Context: an optimization exercise on an open-source flow, tuned for small area. The choices shown serve that exercise and are no tape-out recipe.
The RTL was checked by simulation tests, not by an equivalence proof against the original design.

==> job 127: inputs <==
==> flow/design.v (excerpt) <==
module jomen_matcher (
    input  wire        clk,
    input  wire        rst,           
    input  wire        drop,          
    input  wire        chip_valid,    
    input  wire        chip,
    input  wire [5:0]  cfg_sync,      
    input  wire        cfg_sync_tol,  
    input  wire [1:0]  cfg_correct,   
    output wire        sync_found,
    output wire        word_valid,
    output wire        word_ok,
    output wire [12:0] word_code,
    output wire [2:0]  word_reason,
    output wire [1:0]  word_errors,
    output wire        word_sync_err
);
    wire [15:0] msg;
    wire [4:0]  s1, dd, ee;
    wire [15:0] corr;
    wire        ph0, post_a, post_b;
    jomen_framer u_framer (
        .clk           (clk),
        .rst           (rst),
        .drop          (drop),
        .chip_valid    (chip_valid),
        .chip          (chip),
        .cfg_sync      (cfg_sync),
        .cfg_sync_tol  (cfg_sync_tol),
        .corr          (corr),
        .sync_found    (sync_found),
        .word_valid    (word_valid),
        .msg           (msg),
        .s1            (s1),
        .dd_d          (dd),
        .ee_d          (ee),
        .sync_err      (word_sync_err),
        .ph0           (ph0),
        .post_a        (post_a),
        .post_b        (post_b)
    );
    reg  [1:0] limit_q;
    always @(posedge clk)
        if (chip_valid)
            limit_q <= cfg_correct;
    bch31_decoder u_dec (
        .clk    (clk),
        .sel_0  (ph0),
        .sel_a  (post_a),
        .sel_b  (post_b),
        .s1     (s1),
        .d      (dd),
        .e      (ee),
        .limit  (limit_q),
        .ok     (word_ok),
        .errors (word_errors),
        .mask   (corr)
    );
    wire [15:0] fixed = msg ^ corr;
    assign word_code   = fixed[12:0];
    assign word_reason = fixed[15:13];
endmodule
export LEC_CHECK = 0
export CAP_MARGIN = 20
export CORE_MARGIN = 2
export CORE_UTILIZATION = 65
export GPL_TIMING_DRIVEN = 0
export SLEW_MARGIN = 20
create_clock -name core_clock -period 20.0 [get_ports {clk}]
standard.sh (not shown) runs the stock make flow with config.mk's settings and CLKGATE_MAP_FILE= SYNTH_SCRIPT=/design/flow/synth_recipe.tcl, a recipe that flattens the netlist after the stock synthesis.
==> flow/flow/run.sh <==
#!/bin/bash
# Layout flow: the standard ORFS flow, except that synthesis maps the
# logic with an area-oriented ABC script (two rounds of deep AIG optimisation
# with different seeds, then area
# recovery in the mapper, no upsizing) and without Yosys's adder extraction,
# port buffers use the smallest buffer cell, and clock tree synthesis uses
# clkbuf_8 buffers without dummy loads. Everything else (registers, their
# names and cell types, floorplan, power grid, routing) is the standard
# flow's. Each tool's output goes to a log file in this folder.
set -euo pipefail
W=$PWD
FLOWDIR=$W/flow

# Synthesis script: ORFS's synth.tcl with only the ABC script replaced.
sed -e "s#log_cmd abc {\*}\$abc_args#log_cmd abc {*}[lreplace \$abc_args 1 1 $FLOWDIR/abc_deep.script]#" \
    "$FLOW_HOME/scripts/synth.tcl" > "$W/own_synth.tcl"
grep -q "abc_deep.script" "$W/own_synth.tcl"
sed -e "s#source \$::env(SCRIPTS_DIR)/synth.tcl#source $W/own_synth.tcl#" \
    "$W/synth_recipe.tcl" > "$W/own_synth_recipe.tcl"
grep -q "own_synth.tcl" "$W/own_synth_recipe.tcl"

make -C "$FLOW_HOME" DESIGN_CONFIG="$W/config.mk" WORK_HOME="$W/orfs" CLKGATE_MAP_FILE= \
    SYNTH_SCRIPT="$W/own_synth_recipe.tcl" ADDER_MAP_FILE= synth > "$W/synth.log" 2>&1

# The rest of the standard flow, on that netlist.
bash "$W/standard.sh" BUFFER_PORTS_ARGS="-buffer_cell sky130_fd_sc_hd__buf_1" \
    CTS_ARGS="-sink_clustering_enable -repair_clock_nets -dont_use_dummy_load -buf_list sky130_fd_sc_hd__clkbuf_8 -root_buf sky130_fd_sc_hd__clkbuf_8" finish > "$W/layout.log" 2>&1
test -f "$W/out/final.def"
==> flow/flow/abc_deep.script <==
&get -n
&st
&deepsyn -J 100 -T 900
&deepsyn -J 100 -T 900 -S 1
&dch -f
&nf -R 1000
&put
topo
stime -c
dnsize -c
==> inputs of job 8378, as changes to job 127 <==
--- a/flow/flow/run.sh
+++ b/flow/flow/run.sh
@@ -1,6 +1,5 @@
 #!/bin/bash
 # Layout flow: the standard ORFS flow, except that synthesis maps the
-# logic with an area-oriented ABC script (two rounds of deep AIG optimisation
-# with different seeds, then area
+# logic with an area-oriented ABC script (deep AIG optimisation, then area
 # recovery in the mapper, no upsizing) and without Yosys's adder extraction,
 # port buffers use the smallest buffer cell, and clock tree synthesis uses
==> flow/flow/abc_deep.script (replaced) <==
&get -n
&st
&deepsyn -J 100 -T 900
&dch -f
&nf -R 1000
&put
topo
stime -c
dnsize -c
--- a/flow/config.mk
+++ b/flow/config.mk
@@ -8,5 +8,4 @@
 export CAP_MARGIN = 20
 export CORE_MARGIN = 2
-export CORE_UTILIZATION = 65
-export GPL_TIMING_DRIVEN = 0
+export CORE_UTILIZATION = 40
 export SLEW_MARGIN = 20
==> inputs of job 9997, as changes to job 127 <==
--- a/flow/config.mk
+++ b/flow/config.mk
@@ -8,5 +8,4 @@
 export CAP_MARGIN = 20
 export CORE_MARGIN = 2
-export CORE_UTILIZATION = 65
-export GPL_TIMING_DRIVEN = 0
+export CORE_UTILIZATION = 40
 export SLEW_MARGIN = 20
==> results.json <==
{
  "start_util_pct": 40.59,
  "clock_skew_ns": 0.01866,
  "yosys.area_share.simple_pct": 26.76,
  "post-dp-hpwl_mm": 8.773,
  "slew_headroom_pct": 39.00,
  "rows": 37,
  "power_leader": "sequential cells",
  "outcome": "timing/DRC/antenna clean"
}
Source of the figures above: job 8378

==> results.json <==
{
  "outcome": "timing/DRC/antenna clean",
  "start_util_pct": 41.27,
  "clock_skew_ns": 0.01558,
  "slew_headroom_pct": 40.05,
  "yosys.area_share.simple_pct": 25.78,
  "post-dp-hpwl_mm": 8.428,
  "rows": 36
}
Source of the figures above: job 9997

==> results.json <==
{
  "yosys.area_share.simple_pct": 25.78,
  "buffers": 35,
  "rows": 28,
  "power_leader": "combinational cells",
  "slew_headroom_pct": 37.40,
  "post-dp-hpwl_mm": 7.942,
  "outcome": "timing/DRC/antenna clean",
  "start_util_pct": 67.65,
  "post_cts_buffers": 0
}
Source of the figures above: job 127

[static timing again, ports no longer ideal]
The results above use ideal ports. As a check the final layouts listed here were re-extracted and re-timed, cells and wires unchanged.
Step 1 (the two cells are an assumption about what drives the block):
set clk [get_ports {clk}]
set_driving_cell -lib_cell sky130_fd_sc_hd__clkbuf_16 $clk
set_driving_cell -lib_cell sky130_fd_sc_hd__buf_2 [delete_from_list [all_inputs] $clk]
Step 2, shift: input delay + t, output delay - t, t = (earliest + latest rising clock arrival at the registers) / 2. This alone moves slack from input paths to output paths.
a / b / c = ideal ports / drivers / drivers and shift; a / b = the first two.
run | t (ns) | setup slack, ns | cell pins on the clock port's net
job 127 | 0.324 | 5.049 / 5.026 / 5.026 | 1
job 8378 | 0.322 | 5.648 / 5.603 / 5.603 | 1
job 9997 | 0.330 | 5.900 / 5.869 / 5.869 | 1
After both steps setup and hold are still met in every run listed. The setup slack of job 8378, which loses most, moves by -0.045 ns with the drivers and by -0.045 ns with both steps.
